This design comes from an exercise in tuning for small area, a short achievable clock period and few clock cycles per item on the open sky130 flow, not from production work.
At most, simulation tests tie the RTL to the original design; equivalence was not proved.

==> trial 72 <==
==> flow/design.v (excerpt) <==
module loop_engine (
    input  wire        clk,
    input  wire        rst,
    input  wire        req_valid,
    output wire        req_ready,
    input  wire [2:0]  req_ch,
    input  wire        req_arm,
    input  wire        req_fired,
    input  wire [2:0]  req_func,
    input  wire [17:0] req_v,
    input  wire [17:0] req_i,
    input  wire [15:0] req_kff,
    input  wire [15:0] req_kp,
    input  wire [15:0] req_ki,
    input  wire [15:0] req_kpc,
    input  wire [15:0] req_kic,
    input  wire [17:0] req_vset,
    input  wire [17:0] req_iset,
    input  wire [15:0] req_z,
    input  wire [15:0] req_gcr,
    input  wire [17:0] req_pset,
    input  wire [16:0] req_vfloor,
    input  wire [15:0] req_gfl,
    input  wire [17:0] req_ihi,
    input  wire [17:0] req_ilo,
    input  wire [17:0] req_vhi,
    input  wire [17:0] req_vlo,
    output reg         resp_valid,
    output reg  [2:0]  resp_ch,
    output reg  [17:0] resp_code,
    output reg  [1:0]  resp_compl,
    output reg         resp_event,
    output reg         resp_clip
);
clock: 26.0 ns
lec_check: 0
abc_area: 1
cap_margin: 70
core_margin: 2
core_utilization: 55
place_density: 0.7
slew_margin: 70
synth_hierarchical: 1
run.sh (not shown) runs the stock make flow with config.mk's settings and CLKGATE_MAP_FILE= SYNTH_SCRIPT=/design/flow/synth_recipe.tcl, a recipe that flattens the netlist after the stock synthesis.
==> build 82: changes against trial 72 <==
--- a/flow/design.v
+++ b/flow/design.v
@@ -28,13 +28,13 @@
     end
     assign p = acc;
 endmodule
 module le_d4 (
     input  wire [16:0] r,        
     input  wire [17:0] v,        
-    input  wire [19:0] v3,       
+    input  wire [18:0] v3,       
     output reg  [16:0] rn,
     output reg  [3:0]  q
 );
     reg [19:0] r4, t1, t2, t3;
     reg [16:0] rc;
     integer s;
@@ -42,13 +42,13 @@
         rc = r;
         q  = 4'd0;
         for (s = 0; s < 2; s = s + 1) begin
             r4 = {1'b0, rc, 2'b00};
             t1 = r4 - {2'b00, v};
             t2 = r4 - {1'b0, v, 1'b0};
-            t3 = r4 - v3;
+            t3 = r4 - {1'b0, v3};
             q  = {q[1:0], 2'd0};
             if (!t3[19]) begin
                 rc = t3[16:0]; q[1:0] = 2'd3;
             end else if (!t2[19]) begin
                 rc = t2[16:0]; q[1:0] = 2'd2;
             end else if (!t1[19]) begin
@@ -202,13 +202,13 @@
     localparam integer PW = 186;
     reg [PW-1:0] dp  [0:6];     
     reg          dvl [0:6];     
     reg [28:0]   dq  [0:6];     
     reg [16:0]   dr  [0:6];     
     reg [17:0]   dvv [0:6];     
-    reg [19:0]   dv3 [0:6];     
+    reg [18:0]   dv3 [0:6];     
     reg          ddv [0:6];     
     always @(posedge clk) begin
         if (rst)
             dvl[0] <= 1'b0;
         else
             dvl[0] <= a_val;
@@ -220,13 +220,13 @@
                    {a_ln[17], a_ln} - {a_m[17], a_m},
                    ($signed(a_m) >= $signed(a_lp)), ($signed(a_m) <= $signed(a_ln)),
                    a_kff, a_kp, a_ki, a_kpc, a_kic};
         dq[0]  <= a_cpd ? 29'd0 : a_pm;
         dr[0]  <= a_pabs[16:0];
         dvv[0] <= a_vabs;
-        dv3[0] <= {2'd0, a_vabs} + {1'b0, a_vabs, 1'b0};
+        dv3[0] <= {1'd0, a_vabs} + {a_vabs, 1'b0};
         ddv[0] <= a_rdiv;
     end
     genvar gs;
     generate
         for (gs = 1; gs <= 6; gs = gs + 1) begin : g_div
             wire [16:0] rn;
@@ -338,13 +338,13 @@
     reg        d_val;
     reg [2:0]  d_ch;
     reg        d_arm;
     reg [1:0]  d_kind;
     reg [1:0]  d_compl;
     reg        d_event, d_clip;
-    reg [29:0] d_r, d_E;
+    reg [28:0] d_r, d_E;       
     reg [15:0] d_kff, d_k2, d_k3;
     reg        d_rb;        
     reg        d_hp, d_hn;  
     always @(posedge clk) begin
         if (rst)
             d_val <= 1'b0;
@@ -354,25 +354,25 @@
         d_arm   <= c_arm;
         d_kind  <= c_loop ? K_LAW : (c_func == F_OFF) ? K_OFF : K_HOLD;
         d_compl <= c_loop ? c_mode : c_meas ? {c_entn & ~c_entp, c_entp} :
                    (c_func == F_OFF) ? 2'd0 : c_cb;
         d_event <= c_loop && (c_ent != 2'd0);
         d_clip  <= c_clip;
-        d_r     <= c_r;
-        d_E     <= c_E;
+        d_r     <= c_r[28:0];
+        d_E     <= c_E[28:0];
         d_kff   <= c_main ? c_kff : 16'd0;
         d_k2    <= c_main ? c_kp : c_kpc;
         d_k3    <= c_main ? c_ki : c_kic;
         d_rb    <= c_rel || (c_ent != 2'd0);
         d_hp    <= c_hp;
         d_hn    <= c_hn;
     end
-    wire [45:0] d_p1, d_p2, d_p3;
-    le_bmul #(.AW(30)) u_m1 (.a(d_r), .b(d_kff), .p(d_p1));
-    le_bmul #(.AW(30)) u_m2 (.a(d_E), .b(d_k2),  .p(d_p2));
-    le_bmul #(.AW(30)) u_m3 (.a(d_E), .b(d_k3),  .p(d_p3));
+    wire [44:0] d_p1, d_p2, d_p3;
+    le_bmul #(.AW(29)) u_m1 (.a(d_r), .b(d_kff), .p(d_p1));
+    le_bmul #(.AW(29)) u_m2 (.a(d_E), .b(d_k2),  .p(d_p2));
+    le_bmul #(.AW(29)) u_m3 (.a(d_E), .b(d_k3),  .p(d_p3));
     reg        e_val;
     reg [2:0]  e_ch;
     reg        e_arm;
     reg [1:0]  e_kind;
     reg [1:0]  e_compl;
     reg        e_event, e_clip;
@@ -386,15 +386,15 @@
         e_ch    <= d_ch;
         e_arm   <= d_arm;
         e_kind  <= d_kind;
         e_compl <= d_compl;
         e_event <= d_event;
         e_clip  <= d_clip;
-        e_ff    <= d_p1[45:12];
-        e_kp    <= d_p2[45:12];
-        e_ki    <= d_p3[45:12];
+        e_ff    <= {d_p1[44], d_p1[44:12]};
+        e_kp    <= {d_p2[44], d_p2[44:12]};
+        e_ki    <= {d_p3[44], d_p3[44:12]};
         e_rb    <= d_rb;
         e_hp    <= d_hp;
         e_hn    <= d_hn;
     end
     localparam signed [35:0] MONE = -36'sd16777216;
     localparam signed [35:0] UMAX = 36'sd16777088;
@@ -402,14 +402,18 @@
     reg signed [25:0] u_q     [0:7];
     reg        [1:0]  sat_q   [0:7];    
     wire signed [35:0] e_F  = $signed(e_ff) + $signed(e_kp);
     wire signed [35:0] e_K  = $signed(e_ki);
     wire signed [35:0] e_o1 = e_rb ? ($signed(e_ki) - $signed(e_ff) - $signed(e_kp)) : e_K;
     wire signed [35:0] e_o2 = e_rb ? e_K : ($signed(e_ff) + $signed(e_kp) + $signed(e_ki));
-    wire signed [35:0] e_fu = $signed(e_ff) + $signed(e_kp) + UMAX;
-    wire signed [35:0] e_fm = $signed(e_ff) + $signed(e_kp) + MONE;
+    wire e_fupos = (e_F > 36'sd0);                   
+    wire e_fuun  = (e_F < -36'sd33554304);           
+    wire e_fmov  = (e_F > 36'sd33554304);            
+    wire e_fmneg = e_F[35];                          
+    wire [25:0] e_fu = e_F[25:0] + UMAX[25:0];
+    wire [25:0] e_fm = {e_F[25:24] - 2'd1, e_F[23:0]};
     reg        f_val;
     reg [2:0]  f_ch;
     reg        f_arm;
     reg [1:0]  f_kind;
     reg [1:0]  f_compl;
     reg        f_event, f_clip;
@@ -436,16 +440,16 @@
         f_o1    <= e_o1;
         f_o2    <= e_o2;
         f_o3    <= e_rb ? ~e_F : e_F;
         f_rb    <= e_rb;
         f_hp    <= e_hp;
         f_hn    <= e_hn;
-        f_utov  <= (e_fu > UMAX) ? UMAX[25:0] : (e_fu < MONE) ? MONE[25:0] : e_fu[25:0];
-        f_stov  <= (e_fu > UMAX) ? 2'd1 : (e_fu < MONE) ? 2'd2 : 2'd0;
-        f_utun  <= (e_fm > UMAX) ? UMAX[25:0] : (e_fm < MONE) ? MONE[25:0] : e_fm[25:0];
-        f_stun  <= (e_fm > UMAX) ? 2'd1 : (e_fm < MONE) ? 2'd2 : 2'd0;
+        f_utov  <= e_fupos ? UMAX[25:0] : e_fuun ? MONE[25:0] : e_fu;
+        f_stov  <= e_fupos ? 2'd1 : e_fuun ? 2'd2 : 2'd0;
+        f_utun  <= e_fmov ? UMAX[25:0] : e_fmneg ? MONE[25:0] : e_fm;
+        f_stun  <= e_fmov ? 2'd1 : e_fmneg ? 2'd2 : 2'd0;
         f_integ <= e_arm ? 33'd0 : integ_q[e_ch];
         f_u     <= e_arm ? 26'd0 : u_q[e_ch];
         f_sat   <= e_arm ? 2'd0 : sat_q[e_ch];
         f_byp   <= !e_arm && f_wr && (f_ch == e_ch);
     end
     reg        g_val;
==> flow/flow/run.sh (new file) <==
#!/bin/bash
# The standard layout, with every input and output port buffered by a
# sky130_fd_sc_hd__buf_4 cell instead of the cell buffer_ports picks itself.
set -euo pipefail
export BUFFER_PORTS_ARGS="-buffer_cell sky130_fd_sc_hd__buf_4"
bash standard.sh > standard.log 2>&1
==> flow/standard.sh (new file) <==
#!/bin/bash
# synth_recipe.tcl (not shown) runs the flow's synth.tcl, then flattens the netlist and writes it again
# the make line also repeats each setting of config.mk as NAME=value (left out here)
make -C /OpenROAD-flow-scripts/flow DESIGN_CONFIG=/design/flow/config.mk WORK_HOME=/design/flow/orfs CLKGATE_MAP_FILE= SYNTH_SCRIPT=/design/flow/synth_recipe.tcl "${@:-finish}"
==> flow/config.mk (replaced) <==
export PLATFORM = sky130hd
export DESIGN_NAME = loop_engine
export DESIGN_NICKNAME = loop_engine
export VERILOG_FILES = /design/flow/design.v
export SDC_FILE = /design/flow/constraint.sdc
export NUM_CORES = 4
export LEC_CHECK = 0
export ABC_AREA = 1
export CAP_MARGIN = 55
export CORE_MARGIN = 2
export CORE_UTILIZATION = 55
export PLACE_DENSITY = 0.7
export SLEW_MARGIN = 55
export SYNTH_HIERARCHICAL = 1
removed: flow/run.sh
==> notes <==
- In build 82 the register-to-register slack is lower than in trial 72, by 120 ps.
- Of trial 72 and build 82, trial 72 has the higher via count (gap 1.5%, measured against build 82).
- Against trial 72, the cell area of build 82 is smaller by about 3%.
- In trial 72 the flip-flop and latch count is higher than in build 82, by 14.
- In build 82 the hold slack is lower than in trial 72, by 17 ps.
- Critical path depth is the same in build 82 and trial 72.
- Die area: build 82 is smaller than trial 72 (about 2%).
- Against build 82, the setup slack of trial 72 is lower by 420 ps.
- Wire length is about the same in build 82 and trial 72.
==> figures <==
| item | build 82 | trial 72 |
|---|---|---|
| Wire length of the first global-routing pass | 942,000 um | 949,000 um |
| Slowest cell delay on critical path | 330 ps | 560 ps |
| Non-clk buf share | 0.0205 | 0.0281 |
| Number of antenna violations at the first check in global routing | 30 | 32 |
| Core Util, Final | 0.607 | 0.614 |
| Via total after detailed routing | 165,483 | 167,999 |
| Layout cell share with drive strength beyond 1 | 0.0780 | 0.0768 |
| Wire length on met3 | 51,300 um | 47,400 um |
| Non-clock inverter total of the final layout | 3,526 | 3,702 |
| Run status | no timing/DRC/antenna violations | no timing/DRC/antenna violations |
| Clock Buffer Count | 455 | 449 |
| Count of placed standard cells including taps | 29,052 | 29,830 |
| Post-route worst hold slack | 251 ps | 268 ps |
| Multi-input logic portion of the cell area | 0.504 | 0.506 |
| Area taken by multi-input logic gates | 109,000 um2 | 113,000 um2 |
| Final weighted congestion in routability-driven placement | 1.03 | 1.02 |
| Slack of the critical path | 19,390 ps | 18,980 ps |
Testbench counts of trial 72, summed over its fixed seeds: cycles 12,912, items 12,800.
Testbench counts of build 82, summed over its fixed seeds: cycles 12,912, items 12,800.

---

==> sierra: inputs <==
loop_engine, a different RTL version from the one above (not shown whole).
## loop_engine
module loop_engine (
    input  wire        clk,
    input  wire        rst,
    input  wire        req_valid,
    output wire        req_ready,
    input  wire [2:0]  req_ch,
    input  wire        req_arm,
    input  wire        req_fired,
    input  wire [2:0]  req_func,
    input  wire [17:0] req_v,
    input  wire [17:0] req_i,
    input  wire [15:0] req_kff,
    input  wire [15:0] req_kp,
    input  wire [15:0] req_ki,
    input  wire [15:0] req_kpc,
    input  wire [15:0] req_kic,
    input  wire [17:0] req_vset,
    input  wire [17:0] req_iset,
    input  wire [15:0] req_z,
    input  wire [15:0] req_gcr,
    input  wire [17:0] req_pset,
    input  wire [16:0] req_vfloor,
    input  wire [15:0] req_gfl,
    input  wire [17:0] req_ihi,
    input  wire [17:0] req_ilo,
    input  wire [17:0] req_vhi,
    input  wire [17:0] req_vlo,
    output reg         resp_valid,
    output reg  [2:0]  resp_ch,
    output reg  [17:0] resp_code,
    output reg  [1:0]  resp_compl,
    output reg         resp_event,
    output reg         resp_clip
);
==> flow/config.mk <==
export PLATFORM = sky130hd
export DESIGN_NAME = loop_engine
export DESIGN_NICKNAME = loop_engine
export VERILOG_FILES = /design/flow/design.v
export SDC_FILE = /design/flow/constraint.sdc
export NUM_CORES = 4
export LEC_CHECK = 0
export ABC_AREA = 1
export CAP_MARGIN = 90
export CORE_MARGIN = 2
export CORE_UTILIZATION = 55
export PLACE_DENSITY = 0.7
export SLEW_MARGIN = 90
==> flow/constraint.sdc <==
create_clock -name core_clock -period 26.0 [get_ports {clk}]
set_input_delay 5.2000 -clock core_clock [delete_from_list [all_inputs] [get_ports {clk}]]
set_output_delay 5.2000 -clock core_clock [all_outputs]
set_load 0.01 [all_outputs]
Stock flow here: none of the scripts above is used.
==> inputs of lagoon, as changes to sierra <==
- CAP_MARGIN: 90 -> 70
- SLEW_MARGIN: 90 -> 70
==> notes <==
lagoon produced a clean layout. sierra stopped in detailed placement, error DPL-0038. Area after synthesis is the same in sierra and lagoon. In synthesized cell count, lagoon and sierra do not differ.
==> figures <==
Outcome: sierra stopped before the end; lagoon no timing/DRC/antenna violations
Failing step: sierra detailed placement; lagoon -
Library cell with the highest instance count after synthesis: sierra sky130_fd_sc_hd__nand2_1; lagoon sky130_fd_sc_hd__nand2_1
Area fraction in compound gates after synthesis: sierra 0.1375; lagoon 0.1375
Post-synthesis simple-gate area fraction: sierra 0.1316; lagoon 0.1316
Synth Net Count: sierra 17717; lagoon 17717
Gate Count Post-Synth: sierra 15522; lagoon 15522
Synth Register Bits: sierra 1828; lagoon 1828
Number of placement rows: sierra 182; lagoon 182
Fraction of synthesis flops using an asynchronous set or reset pin: sierra 0; lagoon 0
Cell area after synthesis: sierra 136100 sq um; lagoon 136100 sq um
Share of synthesized cell area in full adder, half adder and majority cells: sierra 0.2094; lagoon 0.2094
Function was not checked in any run of this note: the RTL went through the layout flow alone.

port drivers added, routing unchanged:
The results above use ideal ports. As a check the final layouts listed here were re-extracted and re-timed, cells and wires unchanged. Step 1 sets driving cells, clkbuf_16 on the clock port and buf_2 on the other inputs (assumed; they add their load-dependent delay and slew). Step 2 adds t to the input delays and takes it off the output delays; t is the mean of the earliest and latest rising clock arrival at the registers after step 1. Input paths then give back, and output paths get back, about the clock's delay inside the block. Three values: ideal, step 1, step 2; two values: the first two.
run | shift t [ns] | setup WS [ns] | worst setup path after step 2 | worst register clock-pin slew, ns
trial 72 | 1.028 | 18.975 / 18.865 / 19.204 | input to register | 0.08 / 0.08
build 82 | 1.036 | 19.390 / 19.284 / 19.407 | input to register | 0.08 / 0.08
lagoon | 0.982 | 15.632 / 15.632 / 15.632 | register to register | 0.07 / 0.07
After both steps setup and hold are still met in every run listed.
